Background: an optimization exercise with open tools, aiming at small area. Do not read the settings as production practice.
At most, simulation tests tie the RTL to the original design; equivalence was not proved.

==> v2: inputs <==
==> flow/design.v <==
module mx_unpack (
    input  wire [511:0] in_data,
    output wire [7:0]   emax8,      
    output wire [9:0]   om          
);
    reg [7:0] m [0:62];
    reg [9:0] o;
    integer k;
    always @(*) begin
        o = 10'd0;
        for (k = 0; k < 32; k = k + 1) begin
            m[31 + k] = in_data[16*k+7 +: 8];
            o = o | in_data[16*k +: 10];
        end
        for (k = 30; k >= 0; k = k - 1)
            m[k] = (m[2*k+1] > m[2*k+2]) ? m[2*k+1] : m[2*k+2];
    end
    assign emax8 = m[0];
    assign om = o;
endmodule
module mx_quant (
    input  wire [15:0] d,
    input  wire        fp16,
    input  wire [9:0]  nc,       
    input  wire [2:0]  sm,       
    input  wire        f_int,
    input  wire        f_e4m3,
    input  wire        f_e5m2,
    input  wire        f_fp6,
    input  wire        f_fp4,
    input  wire        f_fp8,
    output wire [7:0]  el,
    output wire        sat
);
    wire s = d[15];
    wire h = (|d[14:10]) | (~fp16 & (|d[9:7]));
    wire [10:0] sig = {fp16 & h, fp16 & d[9], fp16 & d[8], fp16 ? d[7] : h, d[6:0]};
    wire z8 = ~|sig[10:3];
    wire [10:0] n1 = z8 ? {sig[2:0], 8'd0} : sig;
    wire z4 = ~|n1[10:7];
    wire [10:0] n2 = z4 ? {n1[6:0], 4'd0} : n1;
    wire z2 = ~|n2[10:9];
    wire [10:0] n3 = z2 ? {n2[8:0], 2'd0} : n2;
    wire z1 = ~n3[10];
    wire [10:0] nn = z1 ? {n3[9:0], 1'b0} : n3;
    wire [3:0] shn = {z8, z4, z2, z1};
    wire [7:0] ee = fp16 ? {3'b000, d[14:10]} : d[14:7];
    wire [9:0] esub = (fp16 ? 10'd1 : 10'd4) - {6'd0, shn};
    wire [9:0] ein = h ? {2'b0, ee} : esub;
    wire [9:0] ef = ein + nc;                   
    wire [9:0] r9 = 10'd1 - ef;
    wire rneg = r9[9] | (r9 == 10'd0);          
    wire rbig = ~r9[9] & (|r9[8:3]);            
    wire [2:0] r = rneg ? 3'd0 : r9[2:0];
    wire [3:0] s4 = {1'b0, sm} + {1'b0, r};
    wire flush = rbig | s4[3] | ~nn[10];
    wire [2:0] sa = s4[2:0];
    wire [4:0] eh = rneg ? ef[4:0] : 5'b00001;
    wire [14:0] v = {eh, nn[9:0]};
    wire [10:0] y0 = v[14:4];
    wire g0 = v[3];
    wire t0 = |v[2:0];
    wire [10:0] y1 = sa[2] ? {4'd0, y0[10:4]} : y0;
    wire g1 = sa[2] ? y0[3] : g0;
    wire t1 = sa[2] ? (|y0[2:0] | g0 | t0) : t0;
    wire [10:0] y2 = sa[1] ? {2'd0, y1[10:2]} : y1;
    wire g2 = sa[1] ? y1[1] : g1;
    wire t2 = sa[1] ? (y1[0] | g1 | t1) : t1;
    wire [7:0] y3 = sa[0] ? y2[8:1] : y2[7:0];
    wire g3 = sa[0] ? y2[0] : g2;
    wire t3 = sa[0] ? (g2 | t2) : t2;
    wire [7:0] cp = flush ? 8'd0 : y3;
    wire guard = ~flush & g3;
    wire sticky = t3;
    wire rnd = guard & (sticky | cp[0]);
    wire top_e4m3 = &cp[6:1];
    wire top_e5m2 = &cp[6:3] & &cp[1:0];
    wire top_fp6  = &cp[4:0];
    wire top_fp4  = &cp[2:0];
    wire top_int  = &cp[6:0];
    assign sat = (f_e4m3 & top_e4m3 & (cp[0] | rnd))
               | (rnd & ((f_e5m2 & top_e5m2) | (f_fp6 & top_fp6) | (f_fp4 & top_fp4) | (f_int & top_int)));
    wire rnd_e = rnd & ~sat;
    wire sn = s & f_int;
    wire [7:0] x = cp ^ {8{sn}};
    wire [7:0] code = x + {7'd0, rnd_e ^ sn};
    wire [7:0] code_f = {code[7:1], code[0] & ~(f_e4m3 & sat)};
    assign el = code_f | {f_fp8 & s, 1'b0, f_fp6 & s, 1'b0, f_fp4 & s, 3'b000};
endmodule
module mx_caster (
    input  wire         clk,
    input  wire         rst,
    input  wire         in_valid,
    input  wire [3:0]   fmt,
    input  wire         src_fp16,
    input  wire [511:0] in_data,
    output reg          out_valid,
    output reg  [7:0]   out_scale,
    output reg  [255:0] out_elems,
    output reg  [5:0]   out_sat
);
    wire f_e4m3 = (fmt == 4'd5);
    wire f_e5m2 = (fmt == 4'd6);
    wire f_e2m3 = (fmt == 4'd7);
    wire f_e3m2 = (fmt == 4'd8);
    wire f_e2m1 = (fmt == 4'd9);
    wire f_int  = (fmt == 4'd10);
    wire f_fp8  = f_e4m3 | f_e5m2;
    wire f_fp6  = f_e2m3 | f_e3m2;
    wire f_fp4  = f_e2m1;
    reg [4:0] topef;      
    reg [3:0] emax;
    reg [2:0] sm;         
    always @(*) begin
        topef = 5'd15; emax = 4'd8; sm = 3'd3;
        if (f_e5m2) begin topef = 5'd30; emax = 4'd15; sm = 3'd4; end
        if (f_e2m3) begin topef = 5'd3;  emax = 4'd2;  sm = 3'd3; end
        if (f_e3m2) begin topef = 5'd7;  emax = 4'd4;  sm = 3'd4; end
        if (f_e2m1) begin topef = 5'd3;  emax = 4'd2;  sm = 3'd5; end
        if (f_int)  begin topef = 5'd1;  emax = 4'd0;  sm = 3'd0; end
    end
    wire [7:0] emax8;
    wire [9:0] om;
    mx_unpack u_red (.in_data(in_data), .emax8(emax8), .om(om));
    wire fp16 = src_fp16;
    wire [7:0] traw = fp16 ? {3'd0, emax8[7:3]} : emax8;
    wire nan = fp16 ? (&emax8[7:3]) : (&emax8);
    wire [9:0] omf = fp16 ? om : {3'd0, om[6:0]};
    reg [3:0] ol;
    integer k;
    always @(*) begin
        ol = 4'd0;
        for (k = 0; k < 10; k = k + 1) if (omf[k]) ol = k[3:0];
    end
    wire zero = (traw == 8'd0) & ~|omf;
    wire signed [9:0] tv = fp16 ? ($signed({6'd0, ol}) - 10'sd9) : ($signed({6'd0, ol}) - 10'sd6);
    wire signed [9:0] t  = (traw != 8'd0) ? $signed({2'd0, traw}) : tv;
    wire signed [9:0] te = t - $signed({6'd0, emax});
    wire signed [9:0] tc = (~fp16 & te[9]) ? $signed({6'd0, emax}) : t;
    wire [7:0] scale_f = (fp16 ? te + 10'sd112 : (te[9] ? 10'sd0 : te));
    wire [7:0] scale = zero ? 8'd0 : scale_f;
    wire [9:0] ncw = $signed({5'd0, topef}) - tc;
    wire [9:0] nc = ncw;
    wire [255:0] elems;
    wire [31:0]  sats;
    genvar gi;
    generate
        for (gi = 0; gi < 32; gi = gi + 1) begin : g_el
            mx_quant u_q (
                .d(in_data[16*gi +: 16]), .fp16(fp16), .nc(nc), .sm(sm),
                .f_int(f_int), .f_e4m3(f_e4m3), .f_e5m2(f_e5m2),
                .f_fp6(f_fp6), .f_fp4(f_fp4), .f_fp8(f_fp8),
                .el(elems[8*gi +: 8]), .sat(sats[gi]));
        end
    endgenerate
    reg [5:0] nsat;
    always @(*) begin
        nsat = 6'd0;
        for (k = 0; k < 32; k = k + 1) nsat = nsat + {5'd0, sats[k]};
    end
    always @(posedge clk) begin
        if (rst) out_valid <= 1'b0;
        else     out_valid <= in_valid;
    end
    always @(posedge clk) begin
        out_scale <= nan ? 8'hFF : scale;
        out_elems <= nan ? 256'd0 : elems;
        out_sat   <= nan ? 6'd32 : nsat;
    end
endmodule
==> flow/run.sh <==
#!/bin/bash
# synth_recipe.tcl (not shown) runs the flow's synth.tcl, then flattens the netlist and writes it again
# the make line also repeats each setting of config.mk as NAME=value (left out here)
make -C /OpenROAD-flow-scripts/flow DESIGN_CONFIG=/design/flow/config.mk WORK_HOME=/design/flow/orfs CLKGATE_MAP_FILE= SYNTH_SCRIPT=/design/flow/synth_recipe.tcl finish
==> flow/config.mk <==
export PLATFORM = sky130hd
export DESIGN_NAME = mx_caster
export DESIGN_NICKNAME = mx_caster
export VERILOG_FILES = /design/flow/design.v
export SDC_FILE = /design/flow/constraint.sdc
export NUM_CORES = 8
export LEC_CHECK = 0
export ABC_AREA = 1
export CAP_MARGIN = 20
export CORE_MARGIN = 2
export CORE_UTILIZATION = 40
export SLEW_MARGIN = 20
==> flow/constraint.sdc <==
create_clock -name core_clock -period 50.0 [get_ports {clk}]
set_input_delay 10.0000 -clock core_clock [delete_from_list [all_inputs] [get_ports {clk}]]
set_output_delay 10.0000 -clock core_clock [all_outputs]
set_load 0.01 [all_outputs]
==> v20 (differences from v2) <==
==> flow/design.v, changed modules only <==
module mx_quant (
    input  wire [15:0] d,
    input  wire        fp16,
    input  wire [5:0]  tcl,      
    input  wire [1:0]  tch,      
    input  wire        fsub,     
    input  wire [4:0]  wm,       
    input  wire [5:0]  ff,       
    input  wire [2:0]  sm,       
    input  wire [2:0]  sc,       
    input  wire        f_int,
    input  wire        f_e4m3,
    input  wire        f_e5m2,
    input  wire        f_fp6,
    input  wire        f_fp4,
    input  wire        f_fp8,
    output wire [7:0]  el,
    output wire        sat
);
    wire s = d[15];
    wire h = (|d[14:10]) | (~fp16 & (|d[9:7]));
    wire [10:0] sig = {fp16 & h, fp16 & d[9], fp16 & d[8], fp16 ? d[7] : h, d[6:0]};
    wire z8 = ~|sig[10:3];
    wire [10:0] n1 = {sig[10:8] | ({3{z8}} & sig[2:0]), sig[7:3], sig[2:0] & {3{~z8}}};
    wire z4 = ~|n1[10:7];
    wire [10:0] n2 = {n1[10:7] | ({4{z4}} & n1[6:3]), z4 ? n1[2:0] : n1[6:4], n1[3:0] & {4{~z4}}};
    wire z2 = ~|n2[10:9];
    wire [10:0] n3 = {n2[10:9] | ({2{z2}} & n2[8:7]), z2 ? n2[6:0] : n2[8:2], n2[1:0] & {2{~z2}}};
    wire z1 = ~n3[10];
    wire [10:0] nn = {n3[10] | n3[9], z1 ? n3[8:0] : n3[9:1], n3[0] & ~z1};
    wire [3:0] shn = {z8, z4, z2, z1};
    wire nz = nn[10];
    wire [5:0] e6 = fp16 ? {1'b0, d[14:10]} : d[12:7];
    wire [5:0] bsub = {2'b00, shn} - (fp16 ? 6'd2 : 6'd5);
    wire [5:0] bo = ~e6 & (bsub | {6{h}});
    wire [6:0] dsum = {1'b0, tcl} + {1'b0, bo} + 7'd1;
    wire [5:0] dd = dsum[5:0];
    wire [1:0] hi = tch - d[14:13] - {1'b0, ~dsum[6]};
    wire far = h ? (~fp16 & (|hi)) : fsub;
    wire [5:0] wm6 = {1'b0, wm};
    wire normal = nz & ~far & ~|(dd & ~wm6) & ~&(dd | ~wm6);
    wire flush = far | (dd >= ff);
    wire [2:0] ssub = dd[2:0] + sc;
    wire [2:0] sa = flush ? 3'd7 : (normal ? sm : ssub);
    wire [4:0] eh = normal ? (~dd[4:0] & wm) : {4'b0000, nz};
    wire [14:0] v = {eh, nn[9:0]};
    wire [10:0] y0 = v[14:4];
    wire g0 = v[3];
    wire t0 = |v[2:0];
    wire [10:0] y1 = sa[2] ? {4'd0, y0[10:4]} : y0;
    wire g1 = sa[2] ? y0[3] : g0;
    wire t1 = sa[2] ? (|y0[2:0] | g0 | t0) : t0;
    wire [10:0] y2 = sa[1] ? {2'd0, y1[10:2]} : y1;
    wire g2 = sa[1] ? y1[1] : g1;
    wire t2 = sa[1] ? (y1[0] | g1 | t1) : t1;
    wire [7:0] cp = sa[0] ? y2[8:1] : y2[7:0];
    wire g3 = sa[0] ? y2[0] : g2;
    wire t3 = sa[0] ? (g2 | t2) : t2;
    wire guard = ~flush & g3;
    wire rnd = guard & (t3 | cp[0]);
    wire top_e4m3 = &cp[6:1];
    wire top_e5m2 = &cp[6:3] & &cp[1:0];
    wire top_fp6  = &cp[4:0];
    wire top_fp4  = &cp[2:0];
    wire top_int  = &cp[6:0];
    assign sat = (f_e4m3 & top_e4m3 & (cp[0] | rnd))
               | (rnd & ((f_e5m2 & top_e5m2) | (f_fp6 & top_fp6) | (f_fp4 & top_fp4) | (f_int & top_int)));
    wire rnd_e = rnd & ~sat;
    wire sn = s & f_int;
    wire [7:0] x = cp ^ {8{sn}};
    wire [7:0] code = x + {7'd0, rnd_e ^ sn};
    wire [7:0] code_f = {code[7:1], code[0] & ~(f_e4m3 & sat)};
    assign el = code_f | {f_fp8 & s, 1'b0, f_fp6 & s, 1'b0, f_fp4 & s, 3'b000};
endmodule
module mx_caster (
    input  wire         clk,
    input  wire         rst,
    input  wire         in_valid,
    input  wire [3:0]   fmt,
    input  wire         src_fp16,
    input  wire [511:0] in_data,
    output reg          out_valid,
    output reg  [7:0]   out_scale,
    output reg  [255:0] out_elems,
    output reg  [5:0]   out_sat
);
    wire f_e4m3 = (fmt == 4'd5);
    wire f_e5m2 = (fmt == 4'd6);
    wire f_e2m3 = (fmt == 4'd7);
    wire f_e3m2 = (fmt == 4'd8);
    wire f_e2m1 = (fmt == 4'd9);
    wire f_int  = (fmt == 4'd10);
    wire f_fp8  = f_e4m3 | f_e5m2;
    wire f_fp6  = f_e2m3 | f_e3m2;
    wire f_fp4  = f_e2m1;
    reg [4:0] topef;      
    reg [3:0] emax;
    reg [2:0] sm;         
    always @(*) begin
        topef = 5'd15; emax = 4'd8; sm = 3'd3;
        if (f_e5m2) begin topef = 5'd30; emax = 4'd15; sm = 3'd4; end
        if (f_e2m3) begin topef = 5'd3;  emax = 4'd2;  sm = 3'd3; end
        if (f_e3m2) begin topef = 5'd7;  emax = 4'd4;  sm = 3'd4; end
        if (f_e2m1) begin topef = 5'd3;  emax = 4'd2;  sm = 3'd5; end
        if (f_int)  begin topef = 5'd1;  emax = 4'd0;  sm = 3'd0; end
    end
    wire [7:0] emax8;
    wire [9:0] om;
    mx_unpack u_red (.in_data(in_data), .emax8(emax8), .om(om));
    wire fp16 = src_fp16;
    wire [7:0] traw = fp16 ? {3'd0, emax8[7:3]} : emax8;
    wire nan = fp16 ? (&emax8[7:3]) : (&emax8);
    wire [9:0] omf = fp16 ? om : {3'd0, om[6:0]};
    reg [3:0] ol;
    integer k;
    always @(*) begin
        ol = 4'd0;
        for (k = 0; k < 10; k = k + 1) if (omf[k]) ol = k[3:0];
    end
    wire zero = (traw == 8'd0) & ~|omf;
    wire signed [9:0] tv = fp16 ? ($signed({6'd0, ol}) - 10'sd9) : ($signed({6'd0, ol}) - 10'sd6);
    wire signed [9:0] t  = (traw != 8'd0) ? $signed({2'd0, traw}) : tv;
    wire signed [9:0] te = t - $signed({6'd0, emax});
    wire signed [9:0] tc = (~fp16 & te[9]) ? $signed({6'd0, emax}) : t;
    wire [7:0] scale_f = (fp16 ? te + 10'sd112 : (te[9] ? 10'sd0 : te));
    wire [7:0] scale = zero ? 8'd0 : scale_f;
    reg [4:0] wm; reg [5:0] ff; reg [2:0] sc; reg dl;
    always @(*) begin
        wm = 5'd15; ff = 6'd19; sc = 3'd5; dl = 1'b0;
        if (f_e5m2) begin wm = 5'd31; ff = 6'd34; sc = 3'd6; dl = 1'b1; end
        if (f_e2m3) begin wm = 5'd3;  ff = 6'd7;  sc = 3'd1; end
        if (f_e3m2) begin wm = 5'd7;  ff = 6'd10; sc = 3'd6; end
        if (f_e2m1) begin wm = 5'd3;  ff = 6'd5;  sc = 3'd3; end
        if (f_int)  begin wm = 5'd1;  ff = 6'd8;  sc = 3'd0; end
    end
    wire signed [9:0] tp = tc + {9'd0, dl};
    wire fsub = ~fp16 & (tp >= 10'sd48);
    wire [255:0] elems;
    wire [31:0]  sats;
    genvar gi;
    generate
        for (gi = 0; gi < 32; gi = gi + 1) begin : g_el
            mx_quant u_q (
                .d(in_data[16*gi +: 16]), .fp16(fp16), .tcl(tp[5:0]), .tch(tp[7:6]), .fsub(fsub),
                .wm(wm), .ff(ff), .sm(sm), .sc(sc),
                .f_int(f_int), .f_e4m3(f_e4m3), .f_e5m2(f_e5m2),
                .f_fp6(f_fp6), .f_fp4(f_fp4), .f_fp8(f_fp8),
                .el(elems[8*gi +: 8]), .sat(sats[gi]));
        end
    endgenerate
    reg [5:0] nsat;
    always @(*) begin
        nsat = 6'd0;
        for (k = 0; k < 32; k = k + 1) nsat = nsat + {5'd0, sats[k]};
    end
    always @(posedge clk) begin
        if (rst) out_valid <= 1'b0;
        else     out_valid <= in_valid;
    end
    always @(posedge clk) begin
        out_scale <= nan ? 8'hFF : scale;
        out_elems <= nan ? 256'd0 : elems;
        out_sat   <= nan ? 6'd32 : nsat;
    end
endmodule
==> flow/flow/run.sh (new file) <==
#!/bin/bash
# Own layout flow: the standard layout (standard.sh) with three changes.
#  - Synthesis is the standard synthesis script with another ABC script
#    (flow/abc_area.script, area-oriented) and without the Kogge-Stone carry
#    mapping; ADDER_MAP_FILE is empty, so no adder cells are placed before ABC.
#  - Ports are buffered with sky130_fd_sc_hd__buf_1.
# Every tool's output goes to logs in this folder (flow.log and orfs/logs).
set -euo pipefail
W=$(pwd)
F=${FLOW_HOME:-/OpenROAD-flow-scripts/flow}
mkdir -p "$W/own"
sed -e "s#^source \$::env(SCRIPTS_DIR)/synth_preamble.tcl\$#&\nset abc_args [list -script $W/flow/abc_area.script {*}\$lib_args {*}\$lib_dont_use_args]#" \
    -e 's#"-extra-map $::env(FLOW_HOME)/platforms/common/lcu_kogge_stone.v"#""#' \
    "$F/scripts/synth.tcl" > "$W/own/synth_core.tcl"
sed -e "s#\$::env(SCRIPTS_DIR)/synth.tcl#$W/own/synth_core.tcl#" "$W/synth_recipe.tcl" > "$W/own/synth.tcl"
grep -q "abc_area.script" "$W/own/synth_core.tcl"
if grep -q lcu_kogge_stone "$W/own/synth_core.tcl"; then echo "patch failed" >&2; exit 1; fi
grep -q "own/synth_core.tcl" "$W/own/synth.tcl"
bash "$W/standard.sh" "SYNTH_SCRIPT=$W/own/synth.tcl" "ADDER_MAP_FILE=" \
    "BUFFER_PORTS_ARGS=-buffer_cell sky130_fd_sc_hd__buf_1" finish > "$W/flow.log" 2>&1
==> flow/flow/abc_area.script (new file) <==
strash
&get -n
&fraig -x
&put
scorr
dc2
dretime
strash
&get -n
&dch -f
&nf
&put
==> flow/standard.sh (new file) <==
#!/bin/bash
# synth_recipe.tcl (not shown) runs the flow's synth.tcl, then flattens the netlist and writes it again
# the make line also repeats each setting of config.mk as NAME=value (left out here)
make -C /OpenROAD-flow-scripts/flow DESIGN_CONFIG=/design/flow/config.mk WORK_HOME=/design/flow/orfs CLKGATE_MAP_FILE= SYNTH_SCRIPT=/design/flow/synth_recipe.tcl "${@:-finish}"
Settings changed: ABC_AREA 1 to default.
removed: flow/run.sh
==> v23 (differences from v2) <==
==> flow/design.v, changed modules only <==
module mx_unpack (
    input  wire [511:0] in_data,
    output reg  [7:0]   emax8,
    output wire [9:0]   om
);
    reg [31:0] alive;
    reg [31:0] bits;
    reg        any;
    reg [9:0]  o;
    integer b, k;
    always @(*) begin
        alive = {32{1'b1}};
        for (b = 7; b >= 0; b = b - 1) begin
            for (k = 0; k < 32; k = k + 1) bits[k] = in_data[16*k + 7 + b];
            any = |(alive & bits);
            emax8[b] = any;
            if (any) alive = alive & bits;
        end
        o = 10'd0;
        for (k = 0; k < 32; k = k + 1) o = o | in_data[16*k +: 10];
    end
    assign om = o;
endmodule
module mx_quant (
    input  wire [15:0] d,
    input  wire        fp16,
    input  wire [9:0]  cc,       
    input  wire [2:0]  mq,       
    input  wire [2:0]  sm2,      
    input  wire [2:0]  sm,       
    input  wire        f_int,
    input  wire        f_e4m3,
    input  wire        f_e5m2,
    input  wire        f_fp6,
    input  wire        f_fp4,
    input  wire        f_fp8,
    output wire [7:0]  el,
    output wire        sat
);
    wire s = d[15];
    wire h = (|d[14:10]) | (~fp16 & (|d[9:7]));
    wire [10:0] sig = {fp16 & h, fp16 & d[9], fp16 & d[8], fp16 ? d[7] : h, d[6:0]};
    wire z8 = ~|sig[10:3];
    wire [10:0] n1 = {sig[10:8] | ({3{z8}} & sig[2:0]), sig[7:3], sig[2:0] & {3{~z8}}};
    wire z4 = ~|n1[10:7];
    wire [10:0] n2 = {n1[10:7] | ({4{z4}} & n1[6:3]), z4 ? n1[2:0] : n1[6:4], n1[3:0] & {4{~z4}}};
    wire z2 = ~|n2[10:9];
    wire [10:0] n3 = {n2[10:9] | ({2{z2}} & n2[8:7]), z2 ? n2[6:0] : n2[8:2], n2[1:0] & {2{~z2}}};
    wire z1 = ~n3[10];
    wire [10:0] nn = {n3[10] | n3[9], z1 ? n3[8:0] : n3[9:1], n3[0] & ~z1};
    wire [3:0] shn = {z8, z4, z2, z1};
    wire nz = nn[10];
    wire [7:0] e8 = fp16 ? {3'b000, d[14:10]} : d[14:7];
    wire [9:0] esub = (fp16 ? 10'd1 : 10'd4) - {6'b0, shn};
    wire [9:0] ein = {2'b0, e8} | {esub[9:1], esub[0] & ~h};
    wire [9:0] ef = ein - cc;
    wire neg = ef[9];
    wire normal = nz & ~neg & (|ef[4:0]);    
    wire [9:0] nef = ~ef;
    wire flush = neg & ((|nef[8:3]) | (nef[2:0] >= mq));
    wire [2:0] ssub = sm2 + nef[2:0];
    wire [2:0] sa = flush ? 3'd7 : (normal ? sm : ssub);
    wire [4:0] eh = normal ? ef[4:0] : {4'b0000, nz};
    wire [14:0] v = {eh, nn[9:0]};
    wire [10:0] y0 = v[14:4];
    wire g0 = v[3];
    wire t0 = |v[2:0];
    wire [10:0] y1 = sa[2] ? {4'd0, y0[10:4]} : y0;
    wire g1 = sa[2] ? y0[3] : g0;
    wire t1 = sa[2] ? (|y0[2:0] | g0 | t0) : t0;
    wire [10:0] y2 = sa[1] ? {2'd0, y1[10:2]} : y1;
    wire g2 = sa[1] ? y1[1] : g1;
    wire t2 = sa[1] ? (y1[0] | g1 | t1) : t1;
    wire [7:0] cp = {1'b0, sa[0] ? y2[7:1] : y2[6:0]};
    wire g3 = sa[0] ? y2[0] : g2;
    wire t3 = sa[0] ? (g2 | t2) : t2;
    wire guard = ~flush & g3;
    wire rnd = guard & (t3 | cp[0]);
    wire [6:0] smask = f_e4m3 ? 7'h7E : f_e5m2 ? 7'h7B : f_fp6 ? 7'h1F : f_fp4 ? 7'h07 : 7'h7F;
    wire atmax = &(cp[6:0] | ~smask);
    assign sat = atmax & (rnd | (f_e4m3 & cp[0]));
    wire rnd_e = rnd & ~sat;
    wire sn = s & f_int;    
    wire [7:0] x = cp ^ {8{sn}};
    wire [7:0] code = x + {7'd0, rnd_e ^ sn};
    wire [7:0] code_f = {code[7:1], code[0] & ~(f_e4m3 & sat)};
    assign el = code_f | {f_fp8 & s, 1'b0, f_fp6 & s, 1'b0, f_fp4 & s, 3'b000};
endmodule
module mx_caster (
    input  wire         clk,
    input  wire         rst,
    input  wire         in_valid,
    input  wire [3:0]   fmt,
    input  wire         src_fp16,
    input  wire [511:0] in_data,
    output reg          out_valid,
    output reg  [7:0]   out_scale,
    output reg  [255:0] out_elems,
    output reg  [5:0]   out_sat
);
    wire f_e4m3 = (fmt == 4'd5);
    wire f_e5m2 = (fmt == 4'd6);
    wire f_e2m3 = (fmt == 4'd7);
    wire f_e3m2 = (fmt == 4'd8);
    wire f_e2m1 = (fmt == 4'd9);
    wire f_int  = (fmt == 4'd10);
    wire f_fp8  = f_e4m3 | f_e5m2;
    wire f_fp6  = f_e2m3 | f_e3m2;
    wire f_fp4  = f_e2m1;
    reg [4:0] topef;      
    reg [3:0] emax;
    reg [2:0] sm;         
    always @(*) begin
        topef = 5'd15; emax = 4'd8; sm = 3'd3;
        if (f_e5m2) begin topef = 5'd30; emax = 4'd15; sm = 3'd4; end
        if (f_e2m3) begin topef = 5'd3;  emax = 4'd2;  sm = 3'd3; end
        if (f_e3m2) begin topef = 5'd7;  emax = 4'd4;  sm = 3'd4; end
        if (f_e2m1) begin topef = 5'd3;  emax = 4'd2;  sm = 3'd5; end
        if (f_int)  begin topef = 5'd1;  emax = 4'd0;  sm = 3'd0; end
    end
    wire [7:0] emax8;
    wire [9:0] om;
    mx_unpack u_red (.in_data(in_data), .emax8(emax8), .om(om));
    wire fp16 = src_fp16;
    wire [7:0] traw = fp16 ? {3'd0, emax8[7:3]} : emax8;
    wire nan = fp16 ? (&emax8[7:3]) : (&emax8);
    wire [9:0] omf = fp16 ? om : {3'd0, om[6:0]};
    reg [3:0] ol;
    integer k;
    always @(*) begin
        ol = 4'd0;
        for (k = 0; k < 10; k = k + 1) if (omf[k]) ol = k[3:0];
    end
    wire zero = (traw == 8'd0) & ~|omf;
    wire signed [9:0] tv = fp16 ? ($signed({6'd0, ol}) - 10'sd9) : ($signed({6'd0, ol}) - 10'sd6);
    wire signed [9:0] t  = (traw != 8'd0) ? $signed({2'd0, traw}) : tv;
    wire signed [9:0] te = t - $signed({6'd0, emax});
    wire signed [9:0] tc = (~fp16 & te[9]) ? $signed({6'd0, emax}) : t;
    wire [7:0] scale_f = (fp16 ? te + 10'sd112 : (te[9] ? 10'sd0 : te));
    wire [7:0] scale = zero ? 8'd0 : scale_f;
    wire [9:0] cc = nan ? 10'd300 : (tc - $signed({5'd0, topef}));
    wire [2:0] mq = f_int ? 3'd6 : (3'd6 - sm);
    wire [255:0] elems;
    wire [31:0]  sats;
    genvar gi;
    generate
        for (gi = 0; gi < 32; gi = gi + 1) begin : g_el
            mx_quant u_q (
                .d(in_data[16*gi +: 16]), .fp16(fp16), .cc(cc),
                .mq(mq), .sm(sm), .sm2(sm + 3'd2),
                .f_int(f_int & ~nan), .f_e4m3(f_e4m3), .f_e5m2(f_e5m2),
                .f_fp6(f_fp6 & ~nan), .f_fp4(f_fp4 & ~nan), .f_fp8(f_fp8 & ~nan),
                .el(elems[8*gi +: 8]), .sat(sats[gi]));
        end
    endgenerate
    reg [5:0] nsat;
    always @(*) begin
        nsat = 6'd0;
        for (k = 0; k < 32; k = k + 1) nsat = nsat + {5'd0, sats[k]};
    end
    always @(posedge clk) begin
        if (rst) out_valid <= 1'b0;
        else     out_valid <= in_valid;
    end
    always @(posedge clk) begin
        out_scale <= nan ? 8'hFF : scale;
        out_elems <= elems;
        out_sat   <= nan ? 6'd32 : nsat;
    end
endmodule
==> flow/flow/run.sh (new file) <==
#!/bin/bash
# Own layout flow: the standard layout (standard.sh) with its standard
# synthesis unchanged; only the port buffers differ (sky130_fd_sc_hd__buf_1).
# Each tool's output goes to flow.log and orfs/logs in this folder.
set -euo pipefail
W=$(pwd)
bash "$W/standard.sh" "BUFFER_PORTS_ARGS=-buffer_cell sky130_fd_sc_hd__buf_1" finish > "$W/flow.log" 2>&1
==> flow/standard.sh (new file) <==
#!/bin/bash
# synth_recipe.tcl (not shown) runs the flow's synth.tcl, then flattens the netlist and writes it again
# the make line also repeats each setting of config.mk as NAME=value (left out here)
make -C /OpenROAD-flow-scripts/flow DESIGN_CONFIG=/design/flow/config.mk WORK_HOME=/design/flow/orfs CLKGATE_MAP_FILE= SYNTH_SCRIPT=/design/flow/synth_recipe.tcl "${@:-finish}"
Settings changed: ABC_AREA 1 to default, CTS_BUF_LIST from default to sky130_fd_sc_hd__clkbuf_4.
removed: flow/run.sh
==> results_dict.tcl <==
set metrics [dict create \
    cp.arrival_ns 34.71 \
    tapCellCount 2788 \
    coreArea_mm2 0.2075 \
    status "complete, no violations" \
    bufAreaShareNonClock 0.09028 \
    clock_buffers 50 \
    netlist_area_mm2 0.08361 \
    dieWidth_um 461.2 \
    hold-path-cell-count 3 \
    wire_per_inst_um 20.47 \
    critical_path_buf_inv_count 18 \
]
the above is filed under v2

==> results_dict.tcl <==
set metrics [dict create \
    status "complete, no violations" \
    dieWidth_um 406.6 \
    coreArea_mm2 0.1608 \
    tapCellCount 2160 \
    clock_buffers 48 \
    netlist_area_mm2 0.06484 \
    wire_per_inst_um 26.28 \
    critical_path_buf_inv_count 5 \
]
the above is filed under v20

==> results_dict.tcl <==
set metrics [dict create \
    fmax_ghz 0.02971 \
    tapCellCount 2480 \
    bufAreaShareNonClock 0.06360 \
    clock_buffers 105 \
    netlist_area_mm2 0.07443 \
    cp.arrival_ns 34.72 \
    coreArea_mm2 0.1852 \
    status "complete, no violations" \
    dieWidth_um 435.4 \
    critical_path_buf_inv_count 15 \
]
the above is filed under v23

The RTL of v20 was laid out without a check of its function.

-- re-timing with driven ports --
Ports are ideal in the flow. The routed layouts listed here were re-timed in OpenROAD.
Step 1 sets driving cells, clkbuf_16 on the clock port and buf_2 on the other inputs (assumed; they add their load-dependent delay and slew).
Step 2 times the ports against the registers' clock, not the clock port: input delays grow and output delays shrink by t, the midpoint of the rising clock arrivals with the driver on.
Slacks: ideal / step 1 / step 2; pairs: ideal / step 1.
run	t, ns	setup slack, ns	worst hold slack (ns)	worst setup path after step 2	latest minus earliest clock arrival (ns)
v2	0.765	15.911 / 15.979 / 15.214	9.824 / 9.753 / 10.518	input to register	0.050 / 0.050
v20	0.754	16.114 / 16.178 / 15.424	9.490 / 9.428 / 10.182	input to register	0.040 / 0.040
v23	1.246	16.339 / 16.375 / 15.129	9.017 / 8.947 / 10.193	input to register	0.075 / 0.074
After both steps setup and hold are still met in every run listed. The setup slack of v23, which loses most, moves by +0.036 ns with the drivers and by -1.210 ns with both steps.
